Source: an optimization exercise on an open RTL-to-GDS flow (aim: small area). Production flows keep margins and buffers that such runs may drop. Function was checked by simulation only, so behaviour that the tests miss may differ from the original. Power and IR drop assume default switching activity.

### design.v
module ho_unc (
    input  wire        clk,
    input  wire        rst,         
    input  wire        start,
    input  wire [31:0] in_u0,       
    input  wire [31:0] in_tau,      
    input  wire [15:0] in_f0,       
    input  wire [15:0] in_aging,    
    input  wire [15:0] in_k,        
    input  wire [16:0] in_dtemp,    
    output wire        busy,
    output wire        done,
    output wire [31:0] unc          
);
    localparam [39:0] DC1 = 40'h585ca7e000;    
    localparam [2:0] P_IDLE = 3'd0, P_Y = 3'd1, P_X = 3'd2, P_XH = 3'd3,
                     P_AH = 3'd4, P_A = 3'd5, P_FIN = 3'd6, P_SAT = 3'd7;
    reg [2:0] ph;
    reg [5:0] c;       
    reg [5:0] idx;     
    wire idle = (ph == P_IDLE);
    wire isY  = (ph == P_Y);
    wire isX  = (ph == P_X);
    wire isXH = (ph == P_XH);
    wire isAH = (ph == P_AH);
    wire isA  = (ph == P_A);
    wire isF  = (ph == P_FIN);
    wire isS  = (ph == P_SAT);
    wire c0   = (c == 6'd0);
    wire last = (c == 6'd39);
    wire imatch = (c == idx);
    wire firstY = isY  && (idx == 6'd15);
    wire firstX = isX  && (idx == 6'd16);
    wire firstA = isAH && (idx == 6'd9);
    reg [39:0] ra, rb, rc, re;
    reg [2:0]  dx;     
    reg mbit, mnext;
    wire xa   = isX | isAH;
    wire mtap = isXH ? re[0] :
                (xa & (idx >= 6'd9)) ? rb[16] :
                (xa & (idx != 6'd0)) ? ra[8] : rc[0];
    wire tau_s = rb[39] & ~c[5];                                    
    wire dt_s  = ((c >= 6'd6)  & (c < 6'd14)) ? rc[13] :
                 ((c >= 6'd14) & (c < 6'd20)) ? re[13] :
                 (c == 6'd20) ? dx[0] : (c == 6'd21) ? dx[1] :
                 (c == 6'd22) ? dx[2] : 1'b0;
    wire f0_s  = rc[29] & (c >= 6'd6) & (c < 6'd22);
    wire y_s   = re[33] & (c < 6'd34);                              
    wire e_j   = (idx == 6'd2) | (idx == 6'd5) | (idx == 6'd6);           
    wire c_j   = (idx == 6'd6) | (idx == 6'd8) | (idx == 6'd11) |
                 (idx == 6'd12) | (idx == 6'd16);                         
    reg  [1:0] sreg;   
    reg  d1, cy1, cy2, dcd;
    wire bit0 = isY ? (c == 6'd6) : c0;
    wire acc_out = isX ? rc[39] : re[39];
    wire dbl = (bit0 | firstY | firstX | firstA) ? 1'b0 : d1;
    wire a1  = mbit & ~firstX & (isY ? dt_s : tau_s);
    wire dc1 = DC1[c];
    wire dcb = (sreg[0] & dc1) | (sreg[1] & dcd);
    wire a2  = isY ? (e_j & f0_s) : (isX ? (c_j & y_s) : dcb);
    wire ci1 = ~bit0 & cy1;
    wire ci2 = ~bit0 & cy2;
    wire s1  = dbl ^ a1 ^ ci1;
    wire co1 = (dbl & a1) | (dbl & ci1) | (a1 & ci1);
    wire sm  = s1 ^ a2 ^ ci2;
    wire co2 = (s1 & a2) | (s1 & ci2) | (a2 & ci2);
    wire [2:0] rt = {sm, re[0], re[1]};
    wire [1:0] s_sel = (rt >= 3'd6) ? 2'd2 : ((rt >= 3'd3) ? 2'd1 : 2'd0);
    reg  nz, gt;
    wire nz_f = nz | sm;
    wire gt_f = gt & sm;
    wire [1:0] g_f = {gt_f, nz_f & ~gt_f};
    reg  d2, cyh;
    wire hwr  = (isX | isXH) & ((c < 6'd6) | ((c < 6'd10) & (isXH | (idx < 6'd6))));
    wire hold = isX & (idx >= 6'd5) & (c >= 6'd7);    
    wire ha = firstX ? 1'b0 : (c0 ? d1  : (d2 & ~hold));
    wire hb = firstX ? 1'b0 : (c0 ? cy1 : 1'b0);
    wire hc = firstX ? 1'b0 : (c0 ? cy2 : cyh);
    wire hs  = ha ^ hb ^ hc;
    wire hco = (ha & hb) | (ha & hc) | (hb & hc);
    reg  cyu, pend, sticky;
    wire uact = (isA | isF) & ~c[5];           
    wire hit  = imatch & (isA | isF);
    wire inj  = (hit & sreg[0]) | pend;
    wire cui  = ~c0 & cyu;
    wire us   = ra[39] ^ inj ^ cui;
    wire uco  = (ra[39] & inj) | (ra[39] & cui) | (inj & cui);
    wire ra_in = uact ? us :
                 (isS & sticky & ~c[5]) ? 1'b1 :
                 (isXH & c[5]) ? re[31] : ra[39];           
    wire rb_in = (isXH & ((c == 6'd32) | (c == 6'd33))) ? re[23] : rb[39];   
    wire rc_in = isX ? sm : rc[39];
    wire re_in = isY ? ((c >= 6'd6) ? sm : re[39]) :
                 (isAH | isA) ? sm :
                 hwr ? hs : re[39];
    wire [39:0] ra_sh = {ra[38:0], ra_in};
    wire [39:0] rb_sh = {rb[38:0], rb_in};
    wire [39:0] rc_sh = {rc[38:0], rc_in};
    wire [39:0] re_sh = {re[38:0], re_in};
    reg ld, sh;
    wire [39:0] ra_ld, rb_ld, rc_ld, re_ld;
    wire [39:0] re_m;                          
    genvar q;
    generate
        for (q = 0; q < 40; q = q + 1) begin : g_ld
            if (q < 32) begin : g_ab
                assign ra_ld[39-q] = in_u0[q];
                assign rb_ld[39-q] = in_tau[q];
            end else begin : g_ag
                assign ra_ld[39-q] = in_aging[q-32];
                assign rb_ld[39-q] = in_aging[q-24];
            end
            if (q < 16) begin : g_k
                assign rc_ld[39-q] = in_k[q];
            end else if (q < 32) begin : g_f
                assign rc_ld[39-q] = in_f0[q-16];
            end else begin : g_dl
                assign rc_ld[39-q] = in_dtemp[q-32];
            end
            if (q < 6) begin : g_dm
                assign re_ld[39-q] = in_dtemp[q+8];
                assign re_m[39-q]  = 1'b1;
            end else begin : g_y
                assign re_ld[39-q] = 1'b0;
                assign re_m[39-q]  = 1'b0;
            end
        end
    endgenerate
    always @(posedge clk) begin
        ra <= (ra_ld & {40{ld}}) | (ra_sh & {40{sh}});
        rb <= (rb_ld & {40{ld}}) | (rb_sh & {40{sh}});
        rc <= (rc_ld & {40{ld}}) | (rc_sh & {40{sh}});
        re <= (re_ld & {40{ld}} & re_m) | (re_sh & ({40{sh}} | ~re_m));
        dx <= (in_dtemp[16:14] & {3{ld}}) | (dx & {3{sh}});
    end
    always @(posedge clk) begin
        d1   <= acc_out;
        cy1  <= co1;
        cy2  <= co2;
        dcd  <= dc1;
        d2   <= re[39];
        cyh  <= hco;
        cyu  <= uco;
        pend <= hit & sreg[1] & (idx < 6'd31);
        nz   <= (~c0 & nz) | sm;
        gt   <= (sm ^ dc1 ^ (c > 6'd13)) ? sm : (~c0 & gt);    
        if (last) begin
            if (isXH)
                sreg <= 2'd0;
            else if (isA & (idx == 6'd0))
                sreg <= g_f;
            else
                sreg <= s_sel;
        end
        if (idle) begin
            mbit   <= in_k[15];
            sticky <= 1'b0;
        end else begin
            if (last)
                mbit <= imatch ? mtap : mnext;
            else if (imatch)
                mnext <= mtap;
            if ((isAH | isA) & c0)
                sticky <= sticky | ((isAH | (idx >= 6'd32)) & (sreg != 2'd0)) |
                          ((idx == 6'd31) & sreg[1]);
            else if (uact & (c == 6'd31))
                sticky <= sticky | uco;
        end
    end
    always @(posedge clk) begin
        if (rst) begin
            ph <= P_IDLE;
            c  <= 6'd0;
            ld <= 1'b1;
            sh <= 1'b0;
        end else if (idle) begin
            c  <= 6'd0;
            ld <= ~start;
            sh <= start;
            if (start) begin
                ph  <= P_Y;
                idx <= 6'd15;
            end
        end else begin
            c  <= last ? 6'd0 : c + 6'd1;
            ld <= last & isS;
            sh <= ~(last & isS);
            if (last) begin
                case (ph)
                    P_Y:   if (idx == 6'd0) begin ph <= P_X; idx <= 6'd16; end
                           else idx <= idx - 6'd1;
                    P_X:   if (idx == 6'd0) begin ph <= P_XH; idx <= 6'd10; end
                           else idx <= idx - 6'd1;
                    P_XH:  begin ph <= P_AH; idx <= 6'd9; end
                    P_AH:  if (idx == 6'd0) begin ph <= P_A; idx <= 6'd39; end
                           else idx <= idx - 6'd1;
                    P_A:   if (idx == 6'd0) ph <= P_FIN;
                           else idx <= idx - 6'd1;
                    P_FIN: ph <= P_SAT;
                    default: ph <= P_IDLE;
                endcase
            end
        end
    end
    assign busy = ~idle;
    assign done = isS & last;
    genvar g;
    generate
        for (g = 0; g < 32; g = g + 1) begin : g_unc
            assign unc[g] = ra[38-g];
        end
    endgenerate
endmodule
### flow/run.sh
#!/bin/bash
# The standard ORFS layout (standard.sh), with two choices changed:
#  - every port still gets a buffer, but the smallest one (buf_1)
#  - the clock tree is built from small clock buffers in small clusters,
#    without dummy loads
# make's full output goes to make_finish.log; ORFS keeps each step's log
# under orfs/logs.
set -euo pipefail
export BUFFER_PORTS_ARGS="-buffer_cell sky130_fd_sc_hd__buf_1"
export CTS_ARGS="-sink_clustering_enable -sink_clustering_size 16 -sink_clustering_max_diameter 45 -dont_use_dummy_load -buf_list sky130_fd_sc_hd__clkbuf_8 -root_buf sky130_fd_sc_hd__clkbuf_8"
bash standard.sh > make_finish.log 2>&1
### constraint.sdc
create_clock -name core_clock -period 20.0 [get_ports {clk}]
set_input_delay 4.0000 -clock core_clock [delete_from_list [all_inputs] [get_ports {clk}]]
set_output_delay 4.0000 -clock core_clock [all_outputs]
set_load 0.01 [all_outputs]
### config.mk
export PLATFORM = sky130hd
export DESIGN_NAME = ho_unc
export DESIGN_NICKNAME = ho_unc
export VERILOG_FILES = /design/flow/design.v
export SDC_FILE = /design/flow/constraint.sdc
export NUM_CORES = 4
export LEC_CHECK = 0
export ABC_AREA = 1
export CAP_MARGIN = 20
export CORE_MARGIN = 2
export CORE_UTILIZATION = 65
export SLEW_MARGIN = 20
### standard.sh
#!/bin/bash
# synth_recipe.tcl (not shown) runs the flow's synth.tcl, then flattens the netlist and writes it again
# the make line also repeats each setting of config.mk as NAME=value (left out here)
make -C /OpenROAD-flow-scripts/flow DESIGN_CONFIG=/design/flow/config.mk WORK_HOME=/design/flow/orfs CLKGATE_MAP_FILE= SYNTH_SCRIPT=/design/flow/synth_recipe.tcl "${@:-finish}"
==> run summary, run 1 <==
Fin Setup TNS 0 ns; Synth area leader dfxtp_1; Die Ht roughly 110 um; final-stage net count roughly 1000; top cells by area, synth dfxtp_1, a22o_1, nand2_1; CTS tree built; Synth top cells by count dfxtp_1, a22o_1, nand2_1; Seq cells post-synth between 150 and 200; Tcrit/Tclk final 30.4%; Post-CTS Setup Repair Bufs 0; CP Max Fanout 9; number of iterations in the first detailed-routing pass 6; routability cong. between 0.9 and 1; vias in the first global route a little over 5000; worst hold path class reg -> reg; Design Area, Final roughly 8000 sq um; post-synthesis cell count around 750; Slowest-stage cell, CP dfxtp_1; clk root buf clkbuf_8; post-synthesis simple-gate area fraction between 10% and 20%; CTS buffer count 17; setup violators final 0; Die W 110 um; CP Class reg -> out; first-pass GRT wire length roughly 25000 um; outcome timing/DRC/antenna clean; Starting Density between 60% and 70%; Total GRT Usage approximately 27%; Detailed Place HPWL roughly 12000 um; Comb pwr share 25.5%; layout cells sized above 1 5.77%; Clk pwr share between 10% and 20%; Worst EP required 16.00 ns; top-count cell post-synth dfxtp_1; largest net degree at the start of global routing 116; Synth Area in XOR/XNOR less than 1%; CTS HTree Levels 4; switching power ~0.00033 W; DRC violations left 0; distinct cell type count of the synthesized netlist 43; TritonCTS sink count 195; Max Clock Skew about 0.028 ns; Mapped Area roughly 7300 sq um; PwrDens roughly 130 nW/um^2; syn_area_per_cell a little under 10 sq um; Die Area roughly 12000 sq um; Port Buf Inserts about 170; clk buf depth 2; final hold viol count 0; Clk Latency, worst-skew pair approximately 0.46 ns; Area Overhead vs Synth 9.03%; CP Buf/Inv Count 2; critical path's most frequent cell nand2_1; max-slew violation count 0; EDFF count, synth 10; post-synthesis mux area share 0%; Core Region ~11000 sq um; critical path's largest stage delay approximately 0.52 ns; complex-gate fraction of the synthesized area 19.3%; grt total ovfl 0; I/O pin total 166; Main synth FF type dfxtp_1; ANT nets after route 0; Worst setup EP type primary output; VDD IR max between 0.1 and 0.15 mV; max-cap violation count 0; Crit path max-delay family simple AND/OR/NAND/NOR gates; Flop pwr share 55.9%; Post-Synth Adder-Cell Area under 10%; FMAX about 160 MHz; Ys Warns 1; register area share after synthesis about 55%; largest family of logic cells by synthesized area compound AO/OA/AOI/OAI gates; syn nets 896; Hold Buf Count CTS 0; CP cell instances ha_1 -> nand2_1 -> nor3_4 -> nand2_1 -> inv_1 -> buf_1; Leakage Power 3.39 nW; Slew HR 27.9%; Worst setup SP type flip-flop; post-synth top area share ~50%; worst slew pin tran 1.08 ns; RSZ-0062 raised after global routing false; Vias/cell about 5.6; internal power between 0.0006 and 0.0007 W; Design Power between 0.001 and 0.0015 W; sw frac ~32%; async set-reset flop share out of synthesis 0%; cell row count 38; clock transition at the registers of the reported paths approximately 0.09 ns; DRT iter0 DRCs roughly 420; vias after detailed routing 5660; initial antenna violation count 0; Routed wire per std cell roughly 16 um; post-layout min period roughly 6 ns; post_cts resized 0; n_diodes 0; crit path DAT 2.09 ns; fillers 842; Final Routed Wirelength about 16000 um; dpl cell area around 8000 sq um
[worst register-to-register path, delay by kind of cell (launching register included)]
| kind | cells | cell delay (ns) |
|---|---|---|
| adder cells (fa/ha/maj) | 3 | 1.48 |
| AND/OR/NAND/NOR | 6 | 0.69 |
| buffers and inverters | 3 | 0.51 |
| flip-flops | 1 | 0.49 |
| AO/OA/AOI/OAI | 1 | 0.21 |
[logic make-up (layout without fill, tap and decap cells)]
logic type | Yosys count | after routing
simple gates | 215 | 215
flops | 195 | 195
compound gates | 183 | 183
buf+inv | 129 | 249
fa+ha+maj | 18 | 18
xor+xnor | 6 | 6
[power groups by stage]
stage | clock [W] | sequential [W] | combinational (W)
floorplan | 0 | 0.000546 | 0.000221
global placement | 0 | 0.000571 | 0.000249
detailed placement | 0 | 0.000573 | 0.000258
CTS | 0.000192 | 0.000567 | 0.000259
global route | 0.000208 | 0.000578 | 0.000291
finish | 0.000189 | 0.000567 | 0.000259
[metal layers]
metal,routed length (um),GRT usage (%)
met5,0,0
met2,7320,41.2
met3,1520,8.23
met4,468,13.1
met1,7090,35.9
[final timing paths]
path,from,endpoint,slack [ns],cells past startpoint
worst max-delay path,c[0],done,13.91,6
worst min-delay path,re[22],re[23],0.33,0
worst max register to register,idx[0],sreg[0],16.43,13
worst min register to register,re[22],re[23],0.33,0
[per-stage QoR]
stage | util (%) | setup slack [ns] | hold WS (ns) | std cells
floorplan | - | 14.79 | 0.310 | 746
global placement | 71.1 | 14.49 | 0.310 | 989
detailed placement | 71.1 | 14.41 | 0.313 | 989
CTS | 73.2 | 13.90 | 0.333 | 1006
global route | 73.2 | 13.72 | 0.335 | 1006
finish | 73.2 | 13.91 | 0.331 | 1006
[flip-flops by register name (all words and copies together) (netlist names), 2 cells and up]
register	flops
ra	40
dx	3
ph	3
c	6
idx	6
rb	40
rc	40
re	40
sreg	2
[area by class of cell]
| type | instances | area, sq um | area share (%) |
|---|---|---|---|
| flip-flops and latches | 195 | 4010 | 50.1 |
| multi-input cells | 422 | 2710 | 33.8 |
| clock buffers | 17 | 234 | 2.92 |
| well taps | 140 | 175 | 2.19 |
| inverters | 65 | 244 | 3.05 |
| repair buffers | 167 | 634 | 7.93 |
[cell usage in the layout (no fill, tap or decap), drive strengths merged, types with 2 or more instances in the layout]
cell type  synthesis  routed
a211oi             2       2
a21oi             16      16
a22o             119     119
buf               38     167
clkbuf            26      17
dfxtp            185     185
edfxtp            10      10
fa                 4       4
ha                14      14
inv               65      65
nand2            106     106
nand3             34      34
nand4             11      11
nor2              54      54
nor3               6       6
o2111ai            3       3
o21ai             35      35
or2                2       2
xor2               5       5
==> run 2: changes to the inputs <==
--- a/design.v
+++ b/design.v
@@ -35,6 +35,7 @@
     reg [39:0] ra, rb, rc, re;
-    reg [2:0]  dx;     
+    reg [1:0]  kx;     
     reg mbit, mnext;
     wire xa   = isX | isAH;
-    wire mtap = isXH ? re[0] :
+    wire ktap = (idx >= 6'd14) ? kx[idx[0]] : ((idx >= 6'd8) ? re[7] : rc[7]);
+    wire mtap = isY ? ktap : isXH ? re[0] :
                 (xa & (idx >= 6'd9)) ? rb[16] :
@@ -42,7 +43,4 @@
     wire tau_s = rb[39] & ~c[5];                                    
-    wire dt_s  = ((c >= 6'd6)  & (c < 6'd14)) ? rc[13] :
-                 ((c >= 6'd14) & (c < 6'd20)) ? re[13] :
-                 (c == 6'd20) ? dx[0] : (c == 6'd21) ? dx[1] :
-                 (c == 6'd22) ? dx[2] : 1'b0;
-    wire f0_s  = rc[29] & (c >= 6'd6) & (c < 6'd22);
+    wire dt_s  = rc[5]  & (c >= 6'd6) & (c < 6'd23);
+    wire f0_s  = rc[28] & (c >= 6'd6) & (c < 6'd22);
     wire y_s   = re[33] & (c < 6'd34);                              
@@ -69,5 +67,2 @@
     reg  nz, gt;
-    wire nz_f = nz | sm;
-    wire gt_f = gt & sm;
-    wire [1:0] g_f = {gt_f, nz_f & ~gt_f};
     reg  d2, cyh;
@@ -83,3 +78,3 @@
     wire hit  = imatch & (isA | isF);
-    wire inj  = (hit & sreg[0]) | pend;
+    wire inj  = isF ? (c0 & nz & ~gt) | pend : (hit & sreg[0]) | pend;
     wire cui  = ~c0 & cyu;
@@ -112,11 +107,11 @@
             end
-            if (q < 16) begin : g_k
-                assign rc_ld[39-q] = in_k[q];
-            end else if (q < 32) begin : g_f
-                assign rc_ld[39-q] = in_f0[q-16];
-            end else begin : g_dl
-                assign rc_ld[39-q] = in_dtemp[q-32];
-            end
-            if (q < 6) begin : g_dm
-                assign re_ld[39-q] = in_dtemp[q+8];
+            if (q < 17) begin : g_dt
+                assign rc_ld[39-q] = in_dtemp[q];
+            end else if (q < 33) begin : g_f
+                assign rc_ld[39-q] = in_f0[q-17];
+            end else begin : g_kl
+                assign rc_ld[39-q] = in_k[q-33];
+            end
+            if (q < 6) begin : g_km
+                assign re_ld[39-q] = in_k[q+7];
                 assign re_m[39-q]  = 1'b1;
@@ -133,3 +128,3 @@
         re <= (re_ld & {40{ld}} & re_m) | (re_sh & ({40{sh}} | ~re_m));
-        dx <= (in_dtemp[16:14] & {3{ld}}) | (dx & {3{sh}});
+        kx <= (in_k[14:13] & {2{ld}}) | (kx & {2{sh}});
     end
@@ -143,3 +138,3 @@
         cyu  <= uco;
-        pend <= hit & sreg[1] & (idx < 6'd31);
+        pend <= isF ? (c0 & gt) : (hit & sreg[1] & (idx < 6'd31));
         nz   <= (~c0 & nz) | sm;
@@ -149,4 +144,2 @@
                 sreg <= 2'd0;
-            else if (isA & (idx == 6'd0))
-                sreg <= g_f;
             else
--- a/config.mk
+++ b/config.mk
@@ -10,3 +10,3 @@
 export CORE_MARGIN = 2
-export CORE_UTILIZATION = 65
+export CORE_UTILIZATION = 50
 export SLEW_MARGIN = 20
==> run 2 against run 1 <==
  * Clock power about the same
  * Via count shrank 4.1%
  * Flip-flop and latch count fell by 1
  * Cell count is 2.2% higher
  * Combinational power up 6%
  * Register-to-register slack got worse by 0.04 ns
  * Critical endpoint unchanged
  * Utilization shrank 16 points
  * Worst setup slack improved by 0.13 ns
  * Synthesized area decreased by 1.4%
  * Fmax grew 2.3%
  * Still clean
  * Global-route usage shrank 5.4 points
==> run summary, run 2 <==
VDD IR max ~0.06 mV; Detailed Place HPWL approximately 12000 um; clk buf depth 2; Leakage Power about 3.3 nW; post-synthesis mux area share 0%; Clk Latency, worst-skew pair approximately 0.45 ns; R2R Setup Slk approximately 16 ns; worst slew pin tran 0.840 ns; Design Area, Final ~8000 sq um; dpl cell area between 7000 and 8000 sq um; hold path startpoint re[26]; I/O pin total 166; Slowest-stage cell, CP dfxtp_1; Max Clock Skew 0.0259 ns; top cells by area, synth dfxtp_1, a22o_1, nand2_1; layout cells sized above 1 around 6.7%; setup violators final 0; Post-Synth Adder-Cell Area between 3 and 4%; Synth top cells by count dfxtp_1, a22o_1, nand2_1; Worst setup SP type flip-flop; most common cell after layout, fill and taps aside dfxtp_1; Post-CTS Setup Repair Bufs 0; Crit path max-delay family flip-flops; most frequent cells in the layout dfxtp_1, buf_1, a22o_1; FMAX 168 MHz; RSZ-0062 raised after global routing false; vias in the first global route approximately 5400; DRC violations left 0; DRT iter0 DRCs 336; Port Buf Inserts 165; Tcrit/Tclk final between 20% and 30%; clock transition at the registers of the reported paths 0.09 ns; R2R cell count 14; Die Ht 124 um; final hold viol count 0; instance count on the critical path 8; CTS HTree Levels 4; top-count cell post-synth dfxtp_1; max-cap violation count 0; largest net degree at the start of global routing 88; first-pass GRT wire length 27300 um; async set-reset flop share out of synthesis 0%; post_cts resized 0; CP cell instances ha_1 -> inv_1 -> nor3_2 -> nand2_1 -> inv_1 -> nand2_1 -> inv_1 -> buf_1; Synth area leader dfxtp_1; FF-to-FF Start idx[0]; critical path's largest stage delay ~0.46 ns; CP Buf/Inv Count 4; number of iterations in the first detailed-routing pass 5; max-slew violation count 0; CP startpoint c[0]; Ys Warns 1; Main synth FF type dfxtp_1; Slew HR 43.9%; CP Class reg -> out; post-synth top area share around half; EDFF count, synth 10; Critical Path End done; post-layout min period between 5 and 6 ns; Starting Density around half; PwrDens 131 nW/um^2; initial antenna violation count 0; Die Area 15500 sq um; TritonCTS sink count around 190; Worst setup EP type primary output; routability cong. between 0.9 and 1; worst hold path class reg -> reg; Hold Buf Count CTS 0; vias after detailed routing around 5400; grt total ovfl 0; CTS buffer count 17; syn nets 876; largest family of logic cells by synthesized area compound AO/OA/AOI/OAI gates; post-synthesis simple-gate area fraction 11.9%; CTS tree built; Worst EP required between 15 and 20 ns; ANT nets after route 0; cell row count 43; final-stage net count 997; complex-gate fraction of the synthesized area 20.3%; Fin Setup TNS 0 ns; crit path DAT slightly below 2 ns; post-synthesis cell count 728; Vias/cell between 5 and 6; critical path's most frequent cell inv_1; outcome timing/DRC/antenna clean; Final Routed Wirelength roughly 17000 um; register area share after synthesis a little under three fifths; distinct cell type count of the synthesized netlist 42; Total GRT Usage 21.9%; Die W 124 um; Routed wire per std cell ~16 um; clk root buf clkbuf_8; Seq cells post-synth a little under 200; Synth Area in XOR/XNOR less than 1%; Mapped Area roughly 7200 sq um; Area Overhead vs Synth 9.99%; syn_area_per_cell 9.94 sq um; r2r endpoint sreg[0]; Core Region ~14000 sq um; CP Max Fanout 7
[run 2: cell count changes after synthesis, moves of 4 or more]
cell / before / now
nand2_2: 1 / 8
buf_2: 1 / 10
inv_2: 9 / 13
clkbuf_1: 26 / 21
o21ai_1: 2 / 11
o21ai_0: 33 / 24
nor2_1: 44 / 36
nand3_1: 31 / 24
nand2_1: 104 / 91
o211ai_1: 0 / 6
[run 2: how the worst min path moves through the flow]
stage                   to  depth (start not counted)
floorplan           re[10]                          0
global placement     re[3]                          0
detailed placement  re[16]                          0
CTS                 re[27]                          0
global route         re[7]                          0
finish              re[27]                          0
[run 2: report_power, final]
group / switching (W) / internal, W / leakage, nW
registers: 0.0000689 / 0.000513 / 1.64
clock network: 0.000113 / 0.0000754 / 0.122
logic: 0.000165 / 0.000110 / 1.59
[run 2: kinds of logic (layout without fill, tap and decap cells)]
group | Yosys count | count (layout)
flops | 194 | 194
compound gates | 191 | 191
simple gates | 188 | 188
buf+inv | 132 | 251
fa+ha+maj | 16 | 16
xor+xnor | 7 | 7
other cells | 0 | 1
[run 2: final cells by class]
cell class / instances / area, sq um
Sequential cell: 194 / 3990
Fill cell: 1312 / 6030
Inverter: 67 / 254
Multi-Input combinational cell: 402 / 2620
Clock buffer: 17 / 234
Timing Repair Buffer: 167 / 634
Tap cell: 180 / 225
Antenna cell: 1 / 2.50
[run 2: through the flow]
step	instances	worst slack, ns	util (%)	hold WS, ns	total power, W
final	1028	14.04	56.9	0.310	0.00105
after global routing	1027	13.86	56.9	0.323	0.00112
after CTS	1027	14.01	56.9	0.314	0.00106
after detailed placement	1010	14.50	55.2	0.312	0.000864
after global placement	1010	14.56	55.2	0.310	0.000859
after floorplan	728	14.88	-	0.310	0.000790
[run 2: per-layer routing]
layer | GRT usage (%) | vias to the layer above | wire length [um]
met5 | 0 | - | 0
met4 | 7.01 | 0 | 300
met3 | 7.17 | 19 | 1150
met2 | 33.8 | 163 | 7460
met1 | 29.3 | 2539 | 7690
li1 | - | 2707 | -
==> run 3: changes to the inputs <==
--- a/config.mk
+++ b/config.mk
@@ -10,3 +10,3 @@
 export CORE_MARGIN = 2
-export CORE_UTILIZATION = 50
+export CORE_UTILIZATION = 65
 export SLEW_MARGIN = 20
==> run 3 against run 2 <==
  * Utilization up 16 points
  * First-iteration DRC count is 23% higher
  * Non-clock buffer count is the same
  * Largest power group unchanged
==> run summary, run 3 <==
outcome timing/DRC/antenna clean; Area Overhead vs Synth 9.27%; ANT nets after route 0; worst hold path class reg -> reg; number of iterations in the first detailed-routing pass 5; n_diodes 0; Die W ~110 um; post-synth top area share around half; Core Region 10800 sq um; Final Routed Wirelength about 17000 um; DRC violations left 0; post-layout min period 5.96 ns; RSZ-0062 raised after global routing false; Die Ht around 110 um; CP Buf/Inv Count 4; CTS buffer count 17; r2r endpoint sreg[0]; initial antenna violation count 0; grt total ovfl 0; Main synth FF type dfxtp_1; cell row count 38; FMAX approximately 170 MHz; Port Buf Inserts around 170; Worst EP required between 15 and 20 ns; final hold viol count 0; most frequent cells in the layout dfxtp_1, buf_1, a22o_1; Crit path max-delay family flip-flops; Detailed Place HPWL about 12000 um; Clk Latency, worst-skew pair about 0.46 ns; Ys Warns 1; first-pass GRT wire length 25300 um; register area share after synthesis 55.0%; max-cap violation count 0; top cells by area, synth dfxtp_1, a22o_1, nand2_1; routability cong. ~0.92; I/O pin total approximately 170; hold depth 0; CTS HTree Levels 4; Starting Density about two thirds; layout cells sized above 1 6.73%; setup violators final 0; clk root buf clkbuf_8; Hold Buf Count CTS 0; TritonCTS sink count between 150 and 200; DRT iter0 DRCs between 400 and 500; vias after detailed routing about 5500; async set-reset flop share out of synthesis 0%; largest net degree at the start of global routing 87; Worst setup SP type flip-flop; Die Area 12000 sq um; FF-to-FF Start idx[0]; EDFF count, synth 10; post_cts resized 0; post-synthesis cell count 728; clock transition at the registers of the reported paths about 0.080 ns; critical path's most frequent cell inv_1; Tcrit/Tclk final about 30%; CTS tree built; CP cell instances ha_1 -> inv_1 -> nor3_2 -> nand2_1 -> inv_1 -> nand2_1 -> inv_1 -> buf_1; vias in the first global route about 5100; VDD IR max 0.0902 mV; fillers about 890; CP Class reg -> out; Fin Setup TNS 0 ns; Total GRT Usage around 28%; worst slew pin tran 0.832 ns; Synth top cells by count dfxtp_1, a22o_1, nand2_1; R2R cell count 14; Design Area, Final ~8000 sq um; dpl cell area approximately 7700 sq um; distinct cell type count of the synthesized netlist 42; most common cell after layout, fill and taps aside dfxtp_1; syn_area_per_cell around 9.9 sq um; Synth area leader dfxtp_1; hold endpoint re[18]; Mapped Area 7240 sq um; max-slew violation count 0; Leakage Power ~3.3 nW; critical path's largest stage delay between 0.4 and 0.5 ns; syn nets 876; CP Max Fanout 7; Vias/cell between 5 and 6; Seq cells post-synth 194; Slew HR approximately 44%; Post-CTS Setup Repair Bufs 0; PwrDens 133 nW/um^2; crit path DAT around 2.0 ns; Routed wire per std cell roughly 17 um; Worst setup EP type primary output; hold path startpoint re[17]; final-stage net count roughly 1000; Slowest-stage cell, CP dfxtp_1; top-count cell post-synth dfxtp_1; worst hold margin 0.318 ns; R2R Setup Slk ~16 ns; Max Clock Skew a little over 0.03 ns; clk buf depth 2
run 3: cell counts after synthesis:
No cell type changed its count.
run 3: per-stage QoR:
stage | util (%) | instances | worst slack (ns) | total power (W)
after floorplan | - | 728 | 14.88 | 0.000790
after global placement | 70.8 | 970 | 14.60 | 0.000851
after detailed placement | 70.8 | 970 | 14.51 | 0.000862
after CTS | 72.9 | 987 | 14.04 | 0.00105
after global routing | 72.9 | 987 | 13.82 | 0.00111
final | 72.9 | 987 | 14.04 | 0.00105
run 3: layout make-up:
class                      count  area [sq um]  area share, %
clock buffer                  17           234           2.96
inverter                      67           254           3.21
sequential                   194          3990           50.5
timing repair buffer         167           634           8.02
tap                          140           175           2.22
multi-input combinational    402          2620           33.1
run 3: worst register-to-register path, stage by stage (launching register included):
cell	delay, ns
edfxtp_1	0.53
inv_1	0.20
ha_1	0.32
nand2_1	0.14
nor2_1	0.06
nand2_1	0.10
nor2_1	0.06
inv_1	0.14
o21ai_0	0.13
nor3_1	0.29
fa_1	0.48
fa_1	0.70
nand2_1	0.11
nand2_1	0.09
nor2_1	0.04
run 3: where the power goes:
part	internal (W)	total, W	switching [W]
Combinational	0.000110	0.000275	0.000166
Clock	0.0000753	0.000189	0.000114
Sequential	0.000513	0.000584	0.0000710
run 3: layer usage:
layer | routed length, um | GRT usage [%]
met1 | 7320 | 37.2
met2 | 7580 | 41.2
met3 | 1320 | 9.31
met4 | 401 | 11.4
met5 | 0 | 0
run 3: cells by family (layout without fill, tap and decap cells):
group                    count (synthesis)  count (layout)  share of synthesized area, %
flip-flops                             194             194                          55.0
AO/OA/AOI/OAI                          191             191                          20.3
AND/OR/NAND/NOR                        188             188                          11.9
buffers and inverters                  132             251                          8.77
adder cells (fa/ha/maj)                 16              16                          3.18
XOR/XNOR                                 7               7                         0.847
run 3: worst max path at each step:
stage               start    to  slack (ns)  depth (start not counted)
global route         c[0]  done       13.82                          8
finish               c[1]  done       14.04                          8
CTS                  c[0]  done       14.04                          8
floorplan            c[0]  done       14.88                          7
global placement     c[0]  done       14.60                          8
detailed placement   c[0]  done       14.51                          8
==> run 4: changes to the inputs <==
--- a/design.v
+++ b/design.v
@@ -31,5 +31,5 @@
     wire imatch = (c == idx);
-    wire firstY = isY  && (idx == 6'd15);
-    wire firstX = isX  && (idx == 6'd16);
-    wire firstA = isAH && (idx == 6'd9);
+    wire firstY = isY  & (idx[3:0] == 4'd15);
+    wire firstX = isX  & idx[4];
+    wire firstA = isAH & idx[3] & idx[0];
     reg [39:0] ra, rb, rc, re;
@@ -38,3 +38,3 @@
     wire xa   = isX | isAH;
-    wire ktap = (idx >= 6'd14) ? kx[idx[0]] : ((idx >= 6'd8) ? re[7] : rc[7]);
+    wire ktap = (idx[3] & idx[2] & idx[1]) ? kx[idx[0]] : (idx[3] ? re[7] : rc[7]);
     wire mtap = isY ? ktap : isXH ? re[0] :
@@ -46,5 +46,6 @@
     wire y_s   = re[33] & (c < 6'd34);                              
-    wire e_j   = (idx == 6'd2) | (idx == 6'd5) | (idx == 6'd6);           
-    wire c_j   = (idx == 6'd6) | (idx == 6'd8) | (idx == 6'd11) |
-                 (idx == 6'd12) | (idx == 6'd16);                         
+    wire [3:0] il = idx[3:0];
+    wire e_j   = (il == 4'd2) | (il == 4'd5) | (il == 4'd6);              
+    wire c_j   = idx[4] | (il == 4'd6) | (il == 4'd8) | (il == 4'd11) |
+                 (il == 4'd12);                                           
     reg  [1:0] sreg;   
@@ -156,3 +157,3 @@
             if ((isAH | isA) & c0)
-                sticky <= sticky | ((isAH | (idx >= 6'd32)) & (sreg != 2'd0)) |
+                sticky <= sticky | ((isAH | idx[5]) & (sreg != 2'd0)) |
                           ((idx == 6'd31) & sreg[1]);
--- a/config.mk
+++ b/config.mk
@@ -10,3 +10,3 @@
 export CORE_MARGIN = 2
-export CORE_UTILIZATION = 65
+export CORE_UTILIZATION = 50
 export SLEW_MARGIN = 20
==> run 4 against run 3 <==
  * Synthesized cell count down 0.55%
  * Combinational power hardly changed
  * Via count is 3.1% lower
  * First-iteration DRC count is 16% lower
  * Worst setup slack worse by 0.092 ns
  * Non-clock buffer count rose by 1
  * Utilization decreased by 16 points
  * Cell count grew 3.9%
  * Sequential share of layout area about the same
  * Largest cell class unchanged
==> run summary, run 4 <==
setup violators final 0; vias in the first global route between 5000 and 6000; Setup WS pre-CTS 14.37 ns; final-stage net count 997; Synth top cells by count dfxtp_1, a22o_1, nand2_1; clk root buf clkbuf_8; max-cap violation count 0; outcome timing/DRC/antenna clean; Detailed Place HPWL 12400 um; instance count on the critical path 6; post-layout min period between 6 and 7 ns; worst hold path class reg -> reg; top cells by area, synth dfxtp_1, a22o_1, nand2_1; critical path's largest stage delay approximately 0.47 ns; Cell Count Post-Placement slightly above 1000; Worst setup SP type flip-flop; VDD IR max between 0.09 and 0.1 mV; max-slew violation count 0; clk buf depth 2; Ys Warns 1; Routed wire per std cell around 17 um; DRC violations left 0; final worst slack between 10 and 15 ns; worst slew pin tran 0.902 ns; number of iterations in the first detailed-routing pass 4; vias after detailed routing ~5400; R2R cell count 10; Final Routed Wirelength 17000 um; CP startpoint c[0]; Mapped Area approximately 7200 sq um; Die Ht roughly 120 um; TritonCTS sink count 194; ANT nets after route 0; CP Class reg -> out; CTS HTree Levels 4; Core Region approximately 14000 sq um; r2r endpoint rc[0]; Max Clock Skew about 0.03 ns; Leakage Power about 3.3 nW; post-synth top area share roughly half; n_diodes 0; Die Area 15300 sq um; critical path's most frequent cell nand2_1; Area Overhead vs Synth 10.2%; first-pass GRT wire length between 20000 and 30000 um; Clk Latency, worst-skew pair 0.45 ns; Hold Buf Count CTS 0; register area share after synthesis 55.5%; Slowest-stage cell, CP dfxtp_1; Tcrit/Tclk final slightly above 30%; RSZ-0062 raised after global routing false; syn nets 874; PwrDens between 100 and 150 nW/um^2; most frequent cells in the layout dfxtp_1, buf_1, a22o_1; crit path DAT 2.06 ns; Design Power between 0.001 and 0.0015 W; Starting Density 51.5%; CTS tree built; post_cts resized 0; CP cell instances ha_1 -> nand2_1 -> nor3_2 -> nand2_1 -> inv_1 -> buf_1; routability cong. between 0.9 and 1; Critical Path End done; Seq cells post-synth approximately 190; most common cell after layout, fill and taps aside dfxtp_1; Fin Setup TNS 0 ns; I/O pin total roughly 170; syn_area_per_cell a little under 10 sq um; async set-reset flop share out of synthesis 0%; Synth area leader dfxtp_1; R2R Setup Slk 16.64 ns; DRT iter0 DRCs approximately 350; Vias/cell 5.24; CP Max Fanout 8; Main synth FF type dfxtp_1; largest net degree at the start of global routing between 90 and 100; post-synthesis cell count about 720; clock transition at the registers of the reported paths ~0.090 ns; Port Buf Inserts around 170; CTS buffer count 17; Post-CTS Setup Repair Bufs 0; top-count cell post-synth dfxtp_1; Total GRT Usage around 22%; final hold viol count 0; FMAX between 150 and 200 MHz; FF-to-FF Start c[0]; CP Buf/Inv Count 2; layout cells sized above 1 under 10%; Die W approximately 120 um; Slew HR approximately two fifths; Crit path max-delay family simple AND/OR/NAND/NOR gates; distinct cell type count of the synthesized netlist a little over 40; Final Non-Filler Cells between 1000 and 1500; Worst EP required 16.00 ns; cell row count 43; initial antenna violation count 0; Worst setup EP type primary output; grt total ovfl 0; EDFF count, synth 10
-- run 4: changes by cell type after synthesis, sizes merged, moves of 2 or more --
cell / before / now
a21oi: 16 / 14
a31oi: 0 / 2
buf: 44 / 41
clkbuf: 21 / 23
ha: 12 / 14
nand2: 100 / 90
nand4: 10 / 7
nor2: 41 / 54
o21a: 2 / 0
o21ai: 36 / 30
o22ai: 3 / 0
xnor2: 2 / 0
-- run 4: how the worst min path moves through the flow --
stage           start  endpoint  slack, ns  cells past startpoint
2_1_floorplan   re[9]    re[10]       0.31                      0
3_3_place_gp   re[16]    re[17]       0.31                      0
3_5_place_dp   re[15]    re[16]       0.31                      0
4_1_cts        re[12]    re[13]       0.30                      0
5_1_grt        re[12]    re[13]       0.31                      0
6_report       re[12]    re[13]       0.31                      0
-- run 4: final cells by class --
cell class,count,area (sq um)
well taps,180,225
flip-flops and latches,194,3990
clock buffers,17,234
fillers,1286,6020
repair buffers,168,638
inverters,67,251
multi-input cells,399,2570
-- run 4: per-stage QoR --
| stage | utilization, % | hold WS, ns | cell area, sq um |
|---|---|---|---|
| finish | 56.8 | 0.306 | 7910 |
| global route | 56.8 | 0.313 | 7910 |
| CTS | 56.8 | 0.305 | 7910 |
| detailed placement | 55.1 | 0.312 | 7680 |
| global placement | 55.1 | 0.311 | 7670 |
| floorplan | - | 0.310 | 7180 |
-- run 4: report_power, final --
part,leakage (nW),internal [W],switching [W]
Sequential,1.64,0.000513,0.0000649
Clock,0.122,0.0000754,0.000114
Combinational,1.55,0.000108,0.000170
Total,3.31,0.000697,0.000348
-- run 4: metal layers --
metal | vias up | track usage (%) | wire length [um]
met5 | - | 0 | 0
met3 | 23 | 8.75 | 1250
li1 | 2694 | - | -
met4 | 0 | 7.88 | 365
met2 | 138 | 34.1 | 7750
met1 | 2518 | 28.6 | 7630
-- run 4: cell families after synthesis --
family                   Yosys count  share of synthesized area [%]
XOR/XNOR                           6                          0.732
AO/OA/AOI/OAI                    184                           19.8
flip-flops                       194                           55.5
adder cells (fa/ha/maj)           18                           3.55
buffers and inverters            131                           8.73
AND/OR/NAND/NOR                  191                           11.7
==> run 5: changes to the inputs <==
--- a/flow/run.sh
+++ b/flow/run.sh
@@ -9,3 +9,3 @@
 export BUFFER_PORTS_ARGS="-buffer_cell sky130_fd_sc_hd__buf_1"
-export CTS_ARGS="-sink_clustering_enable -sink_clustering_size 16 -sink_clustering_max_diameter 45 -dont_use_dummy_load -buf_list sky130_fd_sc_hd__clkbuf_8 -root_buf sky130_fd_sc_hd__clkbuf_8"
+export CTS_ARGS="-sink_clustering_enable -sink_clustering_size 22 -sink_clustering_max_diameter 55 -dont_use_dummy_load -buf_list sky130_fd_sc_hd__clkbuf_8 -root_buf sky130_fd_sc_hd__clkbuf_8"
 bash standard.sh > make_finish.log 2>&1
==> run 5 against run 4 <==
  * Flip-flop and latch count stayed put
  * Sequential share of layout area is the same
  * Critical endpoint unchanged
  * Cell area is the same
  * Largest power group unchanged
==> run summary, run 5 <==
syn_area_per_cell a little under 10 sq um; Port Buf Inserts around 170; register area 3990 sq um; most frequent cells in the layout dfxtp_1, buf_1, a22o_1; cell row count 43; post-synth top area share roughly half; Starting Density between 50% and 60%; n_diodes 0; Synth top cells by count dfxtp_1, a22o_1, nand2_1; layout cells sized above 1 under 10%; worst slew pin tran around 0.9 ns; Max Clock Skew 0.0297 ns; syn nets approximately 870; Tcrit/Tclk final between 30% and 40%; R2R Setup Slk between 15 and 20 ns; Flop pwr share between 50% and 60%; post-layout min period just over 6 ns; clk root buf clkbuf_8; DRC violations left 0; final core utilization between 50% and 60%; Hold Buf Count CTS 0; Post-CTS Setup Repair Bufs 0; routability cong. between 0.9 and 1; top cells by area, synth dfxtp_1, a22o_1, nand2_1; Worst EP required 16.00 ns; Synth area leader dfxtp_1; Total GRT Usage 22.3%; Core Region approximately 14000 sq um; first-pass GRT wire length roughly 26000 um; vias in the first global route roughly 5200; Final Non-Filler Cells 1025; Die W about 120 um; Ys Warns 1; register area share after synthesis ~55%; Routed wire per std cell 16.6 um; VDD IR max around 0.095 mV; number of iterations in the first detailed-routing pass 4; async set-reset flop share out of synthesis 0%; clock transition at the registers of the reported paths about 0.090 ns; switching power 0.000348 W; grt total ovfl 0; FMAX 165 MHz; Final Routed Wirelength around 17000 um; post-synthesis cell count a little over 700; setup violators final 0; Mapped Area 7180 sq um; initial antenna violation count 0; worst hold path class reg -> reg; EDFF count, synth 10; max-cap violation count 0; clk buf depth 2; final-stage net count around 1000; Worst setup EP type primary output; Slew HR 39.9%; ANT nets after route 0; Clk pwr share roughly 18%; CTS buffer count 17; CP Max Fanout 8; Area Overhead vs Synth 10.2%; Detailed Place HPWL ~12000 um; Vias/cell 5.24; I/O pin total roughly 170; PwrDens 132 nW/um^2; dpl cell area 7680 sq um; Worst setup SP type flip-flop; Comb pwr share roughly a quarter; CTS tree built; Clk Latency, worst-skew pair approximately 0.45 ns; Fin Setup TNS 0 ns; sw frac between 30% and 40%; Design Area, Final just under 8000 sq um; Multi-input gate area about 2600 sq um; Die Ht roughly 120 um; Die Area between 15000 and 20000 sq um; most common cell after layout, fill and taps aside dfxtp_1; Cell Count Post-Placement 1008; Leakage Power 3.31 nW; largest net degree at the start of global routing just over 90; CP Class reg -> out; outcome timing/DRC/antenna clean; DRT iter0 DRCs around 350; Main synth FF type dfxtp_1; post_cts resized 0; internal power between 0.0006 and 0.0007 W; Seq cells post-synth slightly below 200; top-count cell post-synth dfxtp_1; CTS HTree Levels 4; RSZ-0062 raised after global routing false; fillers 1286; distinct cell type count of the synthesized netlist between 40 and 50; max-slew violation count 0; TritonCTS sink count slightly below 200; final hold viol count 0; vias after detailed routing 5373; crit path DAT a little over 2 ns
[run 5: cell counts in the layout (fill, tap and decap cells not counted)]
No cell type changed its count.
[run 5: area by class of cell]
cell class / count / share of cell area [%]
well taps: 180 / 2.85
flip-flops and latches: 194 / 50.4
multi-input cells: 399 / 32.5
inverters: 67 / 3.18
clock buffers: 17 / 2.96
repair buffers: 168 / 8.06
[run 5: worst paths after layout]
path,startpoint,endpoint,cells after the start
worst max-delay path,c[0],done,6
worst min-delay path,re[12],re[13],0
worst max register to register,c[0],rc[0],10
worst min register to register,re[12],re[13],0
[run 5: power by group through the flow]
stage / registers (W) / logic (W) / clock network (W)
6_report: 0.000578 / 0.000278 / 0.000189
5_1_grt: 0.000590 / 0.000312 / 0.000210
4_1_cts: 0.000578 / 0.000279 / 0.000195
3_5_place_dp: 0.000583 / 0.000278 / 0
3_3_place_gp: 0.000582 / 0.000274 / 0
2_1_floorplan: 0.000552 / 0.000233 / 0
[run 5: stage by stage]
step | worst slack, ns | hold WS (ns) | total power, W
final | 13.94 | 0.306 | 0.00105
after global routing | 13.74 | 0.313 | 0.00111
after CTS | 13.89 | 0.305 | 0.00105
after detailed placement | 14.37 | 0.312 | 0.000861
after global placement | 14.37 | 0.311 | 0.000856
after floorplan | 14.38 | 0.310 | 0.000784
[run 5: cells by family (layout without fill, tap and decap cells)]
family	count (synthesis)	in the layout	share of synthesized area (%)
flip-flops	194	194	55.5
AND/OR/NAND/NOR	191	191	11.7
AO/OA/AOI/OAI	184	184	19.8
buffers and inverters	131	252	8.73
adder cells (fa/ha/maj)	18	18	3.55
XOR/XNOR	6	6	0.732
[run 5: worst max-delay path, cell delays in order, from the launching register on]
cell     delay (ns)
dfxtp_1        0.47
ha_1           0.24
nand2_1        0.11
nor3_2         0.41
nand2_1        0.09
inv_1          0.13
buf_1          0.16
[run 5: per-layer routing]
metal	GRT usage [%]	vias up	wire (um)
met1	28.6	2518	7630
met2	34.1	138	7750
met4	7.88	0	365
li1	-	2694	-
met3	8.75	23	1250
met5	0	-	0
==> run 6: changes to the inputs <==
==> flow/run.sh (replaced) <==
#!/bin/bash
# The standard ORFS layout (standard.sh), with three choices changed:
#  - synthesis: the standard flow's own synthesis script, except that ABC's technology
#    mapping runs flow/area.abc (a stronger area-recovery script) instead of
#    ORFS's abc_area.script; registers are mapped as before (dfflibmap runs
#    ahead of ABC and ABC sees only the combinational logic)
#  - every port still gets a buffer, but the smallest one (buf_1)
#  - the clock tree is built from clkbuf_8 in small clusters, without
#    dummy loads
# make's full output goes to make_finish.log; ORFS keeps each step's log
# under orfs/logs.
set -euo pipefail
here=$(pwd)
{
  head -n 1 synth_recipe.tcl
  cat <<TCL
proc abc {args} {
  set i [lsearch -exact \$args -script]
  if {\$i >= 0 && [string match *abc_area.script [lindex \$args [expr {\$i + 1}]]]} {
    lset args [expr {\$i + 1}] $here/flow/area.abc
  }
  yosys abc {*}\$args
}
TCL
  tail -n +2 synth_recipe.tcl
} > own_synth.tcl
sed "s#SYNTH_SCRIPT=[^ ]*synth_recipe.tcl#SYNTH_SCRIPT=$here/own_synth.tcl#" standard.sh > own_standard.sh
grep -q own_synth.tcl own_standard.sh
export BUFFER_PORTS_ARGS="-buffer_cell sky130_fd_sc_hd__buf_1"
export CTS_ARGS="-sink_clustering_enable -sink_clustering_size 16 -sink_clustering_max_diameter 45 -dont_use_dummy_load -buf_list sky130_fd_sc_hd__clkbuf_8 -root_buf sky130_fd_sc_hd__clkbuf_8"
bash own_standard.sh > make_finish.log 2>&1
==> flow/area.abc (new file) <==
strash
&get -n
&deepsyn -T 40
&put
dch -f
map -a
mfs2
strash
dch -f
map -a
topo
stime -c
dnsize -c
==> run 6 against run 5 <==
  * Sequential share of layout area grew 1.6 points
  * Count of clock-buffer cells in the layout is the same
  * Cell count shrank 6.0%
  * Flip-flop and latch count is the same
  * Hold slack gained 0.0015 ns
  * Critical path depth grew 2
  * Critical path type unchanged
==> run summary, run 6 <==
Hold Buf Count CTS 0; Vias/cell 5.32; vias in the first global route ~4900; register area share after synthesis between 50 and 60%; distinct cell type count of the synthesized netlist 31; fillers about 1200; r2r endpoint re[0]; RSZ-0062 raised after global routing false; VDD IR max between 0.05 and 0.06 mV; CTS HTree Levels 4; first-pass GRT wire length around 24000 um; R2R Setup Slk around 16 ns; top cells by area, synth dfxtp_1, a22o_1, edfxtp_1; Total GRT Usage approximately a fifth; CTS tree built; clk buf depth 2; setup violators final 0; vias after detailed routing 5120; Leakage Power 2.98 nW; Comb pwr share around a tenth; post-layout min period just under 7 ns; clock transition at the registers of the reported paths roughly 0.1 ns; worst hold path class reg -> reg; Die Ht 121 um; top-count cell post-synth dfxtp_1; CP Max Fanout 7; FF-to-FF Start ph[0]; Main synth FF type dfxtp_1; hold path startpoint re[21]; EDFF count, synth 10; Area Overhead vs Synth 12.7%; number of iterations in the first detailed-routing pass 5; ANT nets after route 0; post-synth top area share between 50% and 60%; hold endpoint re[22]; complex-gate fraction of the synthesized area 22.3%; syn nets around 800; final worst slack around 13 ns; Final Routed Wirelength approximately 15000 um; Routed wire per std cell roughly 16 um; Clk Latency, worst-skew pair 0.45 ns; Die Area approximately 15000 sq um; R2R cell count 14; Worst setup SP type flip-flop; I/O pin total between 150 and 200; layout cells sized above 1 ~3.2%; largest family of logic cells by synthesized area compound AO/OA/AOI/OAI gates; most frequent cells in the layout dfxtp_1, buf_1, a22o_1; post-synthesis simple-gate area fraction just over 8%; worst slew pin tran 0.804 ns; Post-CTS Setup Repair Bufs 0; routability cong. 0.957; CP Class reg -> out; n_diodes 0; Ys Warns 1; Die W about 120 um; crit path DAT roughly 2.8 ns; post_cts resized 0; Worst setup EP type primary output; max-slew violation count 0; async set-reset flop share out of synthesis 0%; Tcrit/Tclk final between 30 and 40%; CTS buffer count 17; switching power between 0.00015 and 0.0002 W; post-synthesis mux area share 0.166%; DRT iter0 DRCs around 320; Max Clock Skew 0.0351 ns; hold depth 0; final core utilization about 58%; outcome timing/DRC/antenna clean; clk root buf clkbuf_8; final-stage net count approximately 940; Core Region approximately 13000 sq um; final hold viol count 0; largest net degree at the start of global routing 74; Fin Setup TNS 0 ns; Worst EP required roughly 16 ns; internal power around 0.00054 W; most common cell after layout, fill and taps aside dfxtp_1; cell row count between 40 and 50; Synth top cells by count dfxtp_1, a22o_1, clkinv_1; Synth Area in XOR/XNOR 0.386%; DRC violations left 0; initial antenna violation count 1; PwrDens 92.8 nW/um^2; grt total ovfl 0; Design Area, Final ~7700 sq um; Flop pwr share between 60 and 70%; Synth area leader dfxtp_1; post-synthesis cell count approximately 630; syn_area_per_cell about 11 sq um; sw frac between 20% and 30%; Slew HR a little under half; Mapped Area a little under 7000 sq um; Seq cells post-synth between 150 and 200; dpl cell area 7430 sq um; FMAX between 100 and 150 MHz; Starting Density between 50% and 60%; TritonCTS sink count 194; max-cap violation count 0; Detailed Place HPWL about 11000 um; Setup WS pre-CTS approximately 14 ns; Port Buf Inserts between 150 and 200; worst hold margin between 0.3 and 0.4 ns; Post-Synth Adder-Cell Area roughly 3.9%; Clk pwr share between 20% and 30%
run 6: layout make-up:
| cell class | instances | area (sq um) | area share (%) |
|---|---|---|---|
| Clock buffer | 17 | 234 | 3.05 |
| Inverter | 54 | 203 | 2.64 |
| Multi-Input combinational cell | 354 | 2370 | 31.0 |
| Sequential cell | 194 | 3990 | 52.1 |
| Tap cell | 176 | 220 | 2.87 |
| Timing Repair Buffer | 168 | 642 | 8.37 |
run 6: per-stage QoR:
stage	cells	total power, W
finish	963	0.000711
global route	963	0.000746
CTS	963	0.000719
detailed placement	946	0.000533
global placement	946	0.000532
floorplan	634	0.000512
run 6: cells by family (layout without fill, tap and decap cells):
logic type / after synthesis / in the layout
DFF: 194 / 194
adders and majority gates: 19 / 19
and+or+nand+nor: 133 / 133
buffers and inverters: 86 / 239
xor gates and xnor gates: 3 / 3
AOI/OAI and AO/OA: 198 / 198
muxes: 1 / 1
run 6: power groups by stage:
stage	clock, W	sequential (W)	combinational (W)
5_1_grt	0.000208	0.000458	0.0000803
3_3_place_gp	0	0.000461	0.0000704
4_1_cts	0.000194	0.000454	0.0000721
3_5_place_dp	0	0.000462	0.0000717
2_1_floorplan	0	0.000458	0.0000540
6_report	0.000187	0.000453	0.0000714
run 6: worst max path at each step:
stage	slack (ns)	to	startpoint
floorplan	14.29	done	c[0]
global placement	13.74	done	c[0]
detailed placement	13.71	done	c[0]
CTS	13.20	done	c[0]
global route	12.98	done	c[0]
finish	13.25	done	c[1]
run 6: worst max-delay path: stages (launching register included):
cell      delay [ns]
dfxtp_1         0.47
ha_1            0.22
nand2_1         0.14
nor3_1          0.68
clkinv_1        0.20
nor2_1          0.14
clkinv_1        0.10
nor2_1          0.18
buf_1           0.19
run 6: metal layers:
layer  track usage [%]  wire length, um
met1              29.0             7130
met2              31.6             6840
met3              6.65             1170
met4              7.85              110
met5                 0                0
==> run 7: changes to the inputs <==
==> flow/area.abc (replaced) <==
strash
&get -n
&deepsyn -T 30
&put
dch -f
amap -m
mfs2
strash
dch -f
amap -m
topo
stime -c
dnsize -c
==> run 7 against run 6 <==
  * Combinational power rose by 4.5%
  * Count of clock-buffer cells in the layout did not move
  * Total power rose by 0.90%
  * Still clean on timing, DRC and antenna
  * Via count fell by 0.21%
  * Register-to-register slack got worse by 0.13 ns
  * Wire length rose by 4.0%
  * Sequential share of layout area rose by 0.26 points
  * Hold slack improved by 0.0016 ns
  * Largest cell class unchanged
==> run summary, run 7 <==
Design Power roughly 0.00072 W; VDD IR max ~0.055 mV; Fin Setup TNS 0 ns; critical path's largest stage delay approximately 0.46 ns; Core Region roughly 13000 sq um; Main synth FF type dfxtp_1; CP Max Fanout 7; Post-Synth Adder-Cell Area ~3.8%; Mapped Area a little under 7000 sq um; Starting Density around half; Flop pwr share a little over three fifths; post-synthesis simple-gate area fraction 7.00%; ANT nets after route 0; Port Buf Inserts approximately 170; vias in the first global route 4977; Area Overhead vs Synth 12.9%; fillers ~1200; Clk Latency, worst-skew pair 0.45 ns; post-synthesis cell count 602; internal power 0.000545 W; Comb pwr share 10.4%; post-synth top area share 54.5%; FMAX approximately 160 MHz; most common cell after layout, fill and taps aside dfxtp_1; largest net degree at the start of global routing between 100 and 150; Synth top cells by count dfxtp_1, a22o_1, nor2_1; clk root buf clkbuf_8; Synth area leader dfxtp_1; Detailed Place HPWL approximately 11000 um; Leakage Power 2.92 nW; Clk pwr share a little over a quarter; worst hold path class reg -> reg; largest family of logic cells by synthesized area compound AO/OA/AOI/OAI gates; Die W 120 um; Slowest-stage cell, CP dfxtp_1; final hold viol count 0; Final Routed Wirelength between 15000 and 20000 um; clock transition at the registers of the reported paths about 0.080 ns; routability cong. roughly 0.89; post_cts resized 0; cell row count 42; outcome timing/DRC/antenna clean; initial antenna violation count 0; top-count cell post-synth dfxtp_1; PwrDens about 94 nW/um^2; register area roughly 4000 sq um; RSZ-0062 raised after global routing false; Seq cells post-synth 194; post-synthesis mux area share less than 1%; max-cap violation count 0; grt total ovfl 0; DRC violations left 0; CTS buffer count 17; Crit path max-delay family simple AND/OR/NAND/NOR gates; CP Buf/Inv Count 2; Setup WS pre-CTS between 10 and 15 ns; complex-gate fraction of the synthesized area roughly 24%; vias after detailed routing 5109; Vias/cell approximately 5.5; Multi-input gate area 2360 sq um; Max Clock Skew around 0.025 ns; Die Ht between 100 and 150 um; CTS tree built; DRT iter0 DRCs ~320; Ys Warns 1; Die Area ~14000 sq um; layout cells sized above 1 3.04%; CP Class reg -> out; Post-CTS Setup Repair Bufs 0; final worst slack ~14 ns; number of iterations in the first detailed-routing pass 5; syn nets about 750; syn_area_per_cell ~11 sq um; setup violators final 0; TritonCTS sink count 194; n_diodes 0; switching power ~0.00017 W; crit path DAT 2.17 ns; register area share after synthesis between 50% and 60%; CP cell instances ha_1 -> nand2_1 -> clkinv_1 -> nand3_1 -> nor2_1 -> nand2_1 -> nor2_1 -> buf_1; EDFF count, synth 10; max-slew violation count 0; sw frac ~24%; R2R Setup Slk 15.71 ns; post-layout min period 6.17 ns; most frequent cells in the layout dfxtp_1, buf_1, a22o_1; Total GRT Usage between 20 and 25%; Slew HR 35.0%; Routed wire per std cell approximately 17 um; Worst setup EP type primary output; final-stage net count about 910; first-pass GRT wire length 24900 um; Tcrit/Tclk final between 30% and 40%; clk buf depth 2; Worst EP required around 16 ns; Hold Buf Count CTS 0; worst slew pin tran between 0.9 and 1 ns; async set-reset flop share out of synthesis 0%; top cells by area, synth dfxtp_1, a22o_1, edfxtp_1; I/O pin total 166; Worst setup SP type flip-flop; CTS HTree Levels 4; distinct cell type count of the synthesized netlist 41; Synth Area in XOR/XNOR 0%
## run 7: cell count changes in the layout (fill, tap and decap cells not counted), sizes merged, moves of 6 or more
cell	previous run	this run
o21ai	31	19
a21oi	17	10
clkinv	54	45
nor3	16	10
nor2b	0	6
nand2	50	22
a22o	120	126
nor2	48	57
## run 7: metal layers
metal  track usage (%)  vias up  share of wire, %
met5                 0        -                 0
met3              7.08       23               7.7
met1              30.1     2405                46
li1                  -     2507                 -
met4              7.92        0               1.6
met2              33.4      174                45
## run 7: cell type report
type / count / share of cell area [%]
flip-flops and latches: 194 / 52.3
clock buffers: 17 / 3.07
multi-input cells: 331 / 31.0
well taps: 176 / 2.89
repair buffers: 169 / 8.52
inverters: 45 / 2.21
## run 7: cell families (layout without fill, tap and decap cells)
kind of cell,count (synthesis),count (layout)
DFF,194,194
adders and majority gates,18,18
buffers and inverters,77,231
and+or+nand+nor,110,110
AOI/OAI and AO/OA,202,202
muxes,1,1
## run 7: final timing paths
path	from	endpoint	cells after the start
hold / removal	re[32]	re[33]	0
setup reg to reg	ph[0]	sreg[0]	13
hold reg to reg	re[32]	re[33]	0
setup / recovery	c[0]	done	8
## run 7: stage by stage
| stage | instance area [sq um] | hold WS, ns | utilization, % | std cells |
|---|---|---|---|---|
| after floorplan | 6760 | 0.310 | - | 602 |
| after global placement | 7390 | 0.311 | 55.8 | 915 |
| after detailed placement | 7390 | 0.314 | 55.8 | 915 |
| after CTS | 7630 | 0.315 | 57.6 | 932 |
| after global routing | 7630 | 0.312 | 57.6 | 932 |
| final | 7630 | 0.309 | 57.6 | 932 |
## run 7: worst reg2reg max path: stages (launching register included)
cell and delay, ns:
dfxtp_1 0.43, clkinv_1 0.16, nor2_1 0.35, clkinv_1 0.19
nor2_1 0.46, clkinv_1 0.22, nor2_1 0.23, nand3_1 0.10
o21ai_0 0.19, nor3_1 0.14, fa_1 0.52, fa_1 0.70
clkinv_1 0.15, a221oi_1 0.26
## run 7: power groups by stage
stage               registers [W]  clock network (W)  logic (W)
floorplan                0.000459                  0  0.0000552
global placement         0.000461                  0  0.0000735
detailed placement       0.000462                  0  0.0000749
CTS                      0.000454           0.000196  0.0000753
global route             0.000458           0.000211  0.0000835
finish                   0.000453           0.000190  0.0000746
==> run 8: changes to the inputs <==
--- a/config.mk
+++ b/config.mk
@@ -11,2 +11,4 @@
 export CORE_UTILIZATION = 50
+export GPL_ROUTABILITY_DRIVEN = 0
+export GPL_TIMING_DRIVEN = 0
 export SLEW_MARGIN = 20
==> run 8 against run 7 <==
  * Still clean
  * Via count increased by 0.51%
  * Cell count increased by 3.3%
  * Critical endpoint unchanged
  * Hold slack is essentially flat
  * Synthesized area unchanged
  * Sequential power is essentially flat
  * Worst setup slack got worse by 0.0079 ns
  * Utilization grew 2.1 points
  * Largest power group unchanged
  * Clock power shrank 2%
  * Critical path depth stayed put
  * Total power increased by 0.78%
  * Flip-flop and latch count did not move
==> run summary, run 8 <==
syn nets about 750; Multi-input gate area 2370 sq um; post_cts resized 0; distinct cell type count of the synthesized netlist between 40 and 50; max-cap violation count 0; fillers 1237; async set-reset flop share out of synthesis 0%; DRC violations left 0; outcome timing/DRC/antenna clean; Starting Density 51.0%; RSZ-0062 raised after global routing false; VDD IR max about 0.053 mV; Detailed Place HPWL roughly 11000 um; register area share after synthesis slightly below 60%; I/O pin total approximately 170; Main synth FF type dfxtp_1; first-pass GRT wire length about 24000 um; Die Ht about 120 um; internal power 0.000553 W; worst hold path class reg -> reg; Worst EP required around 16 ns; Synth top cells by count dfxtp_1, a22o_1, nor2_1; largest net degree at the start of global routing about 80; initial antenna violation count 0; Leakage Power just over 3 nW; CTS HTree Levels 4; most frequent cells in the layout dfxtp_1, buf_1, a22o_1; grt total ovfl 0; CTS tree built; Slew HR between 30% and 40%; post-layout min period 6.18 ns; post-synth top area share a little over half; register area 3990 sq um; Synth area leader dfxtp_1; Flop pwr share roughly 63%; setup violators final 0; Port Buf Inserts around 170; Synth Area in XOR/XNOR 0%; Die W between 100 and 150 um; TritonCTS sink count 194; clock transition at the registers of the reported paths 0.09 ns; Clk Latency, worst-skew pair roughly 0.45 ns; worst slew pin tran around 0.95 ns; PwrDens between 90 and 100 nW/um^2; Post-Synth Adder-Cell Area between 3 and 4%; DRT iter0 DRCs 344; Area Overhead vs Synth 17.0%; Ys Warns 1; Die Area roughly 14000 sq um; vias after detailed routing between 5000 and 6000; most common cell after layout, fill and taps aside dfxtp_1; Mapped Area 6760 sq um; top-count cell post-synth dfxtp_1; layout cells sized above 1 under 10%; Final Routed Wirelength roughly 15000 um; complex-gate fraction of the synthesized area between 20 and 25%; post-synthesis cell count 602; Worst setup EP type primary output; Routed wire per std cell 15.8 um; ANT nets after route 0; Total GRT Usage a little over a fifth; CP Class reg -> out; Comb pwr share 11.5%; max-slew violation count 0; Seq cells post-synth between 150 and 200; crit path DAT approximately 2.2 ns; post-synthesis simple-gate area fraction 7.00%; Clk pwr share roughly a quarter; clk buf depth 2; number of iterations in the first detailed-routing pass 5; Core Region 13200 sq um; final hold viol count 0; cell row count between 40 and 50; n_diodes 0; post-synthesis mux area share 0.148%; FMAX roughly 160 MHz; Worst setup SP type flip-flop; syn_area_per_cell 11.2 sq um; Hold Buf Count CTS 0; Tcrit/Tclk final 30.9%; CP Max Fanout 7; clk root buf clkbuf_8; EDFF count, synth 10; Vias/cell ~5.3; Fin Setup TNS 0 ns; sw frac around a quarter; CTS buffer count 17; Design Power slightly above 0.0007 W; top cells by area, synth dfxtp_1, a22o_1, edfxtp_1; switching power between 0.00015 and 0.0002 W; final-stage net count roughly 940; largest family of logic cells by synthesized area compound AO/OA/AOI/OAI gates; vias in the first global route 4802; Post-CTS Setup Repair Bufs 0; Max Clock Skew about 0.032 ns
run 8: cell counts after synthesis:
No cell type changed its count.
run 8: worst max-delay path: stages (launching register included):
cell and delay, ns:
dfxtp_1 0.48, ha_1 0.21, nand2_1 0.07, clkinv_1 0.10, nand3_1 0.17, nor2_1 0.18, nand2_1 0.11, nor2_1 0.21
buf_1 0.21
run 8: final cells by class:
class	instances	area share (%)
plain buffers	32	3.04
inverters	45	2.14
clock buffers	17	2.96
repair buffers	168	8.60
multi-input cells	331	30.0
flip-flops and latches	194	50.5
well taps	176	2.79
run 8: power groups by stage:
stage          sequential [W]  combinational (W)  clock, W
2_1_floorplan        0.000459          0.0000552         0
3_3_place_gp         0.000468          0.0000769         0
3_5_place_dp         0.000463          0.0000834         0
4_1_cts              0.000455          0.0000838  0.000194
5_1_grt              0.000460          0.0000924  0.000211
6_report             0.000455          0.0000830  0.000186
run 8: path summary, 6_finish.rpt:
kind,from,endpoint,slack (ns),cells past startpoint
worst max-delay path,c[0],done,13.82,8
worst min-delay path,re[26],re[27],0.31,0
worst max register to register,ph[0],sreg[0],15.76,13
worst min register to register,re[26],re[27],0.31,0
run 8: metrics by stage:
step	cells	cell area [sq um]	utilization [%]	hold slack [ns]	worst slack, ns
after floorplan	602	6760	-	0.310	14.28
after global placement	943	7590	57.4	0.311	13.57
after detailed placement	946	7670	57.9	0.314	14.31
after CTS	963	7900	59.7	0.313	13.81
after global routing	963	7900	59.7	0.316	13.57
final	963	7900	59.7	0.309	13.82
run 8: layer usage:
layer | up-vias | GRT usage [%] | share of wire, %
met3 | 23 | 6.65 | 7.7
met4 | 0 | 7.05 | 1.6
met5 | - | 0 | 0
met1 | 2374 | 29.4 | 46
met2 | 166 | 31.9 | 44
li1 | 2572 | - | -
run 8: kinds of logic after synthesis:
group / Yosys count
buffers and inverters: 77
and+or+nand+nor: 110
AOI/OAI and AO/OA: 202
adders and majority gates: 18
DFF: 194
muxes: 1

re-timing with driven ports:
The results above use ideal ports. As a check the final layouts listed here were re-extracted and re-timed, cells and wires unchanged. Step 1, drivers: a clkbuf_16 drives clk and a buf_2 each remaining input, both assumed. Step 2 moves the port delays by t, midway between the first and last clock arrival at a register: inputs arrive t later, outputs are due t later. That takes back most of the time a late clock gives input paths. Three values: ideal ports, drivers, drivers and shift; two values: the first two.
run	t, ns	setup WS [ns]	worst register clock-pin slew, ns	worst data-port slew with drivers (ns)	pins driven straight from the clock port
run 1	0.484	13.910 / 13.872 / 14.356	0.09 / 0.09	0.06	1
run 2	0.479	14.045 / 14.005 / 14.483	0.10 / 0.10	0.06	1
run 3	0.478	14.035 / 13.999 / 14.476	0.09 / 0.09	0.05	1
run 4	0.474	13.943 / 13.905 / 14.379	0.10 / 0.10	0.06	1
run 5	0.474	13.943 / 13.905 / 14.379	0.10 / 0.10	0.06	1
run 6	0.468	13.254 / 13.217 / 13.684	0.10 / 0.10	0.05	1
run 7	0.484	13.826 / 13.787 / 14.270	0.11 / 0.11	0.06	1
run 8	0.473	13.818 / 13.779 / 14.251	0.10 / 0.10	0.06	1
After both steps setup and hold are still met in every run listed.
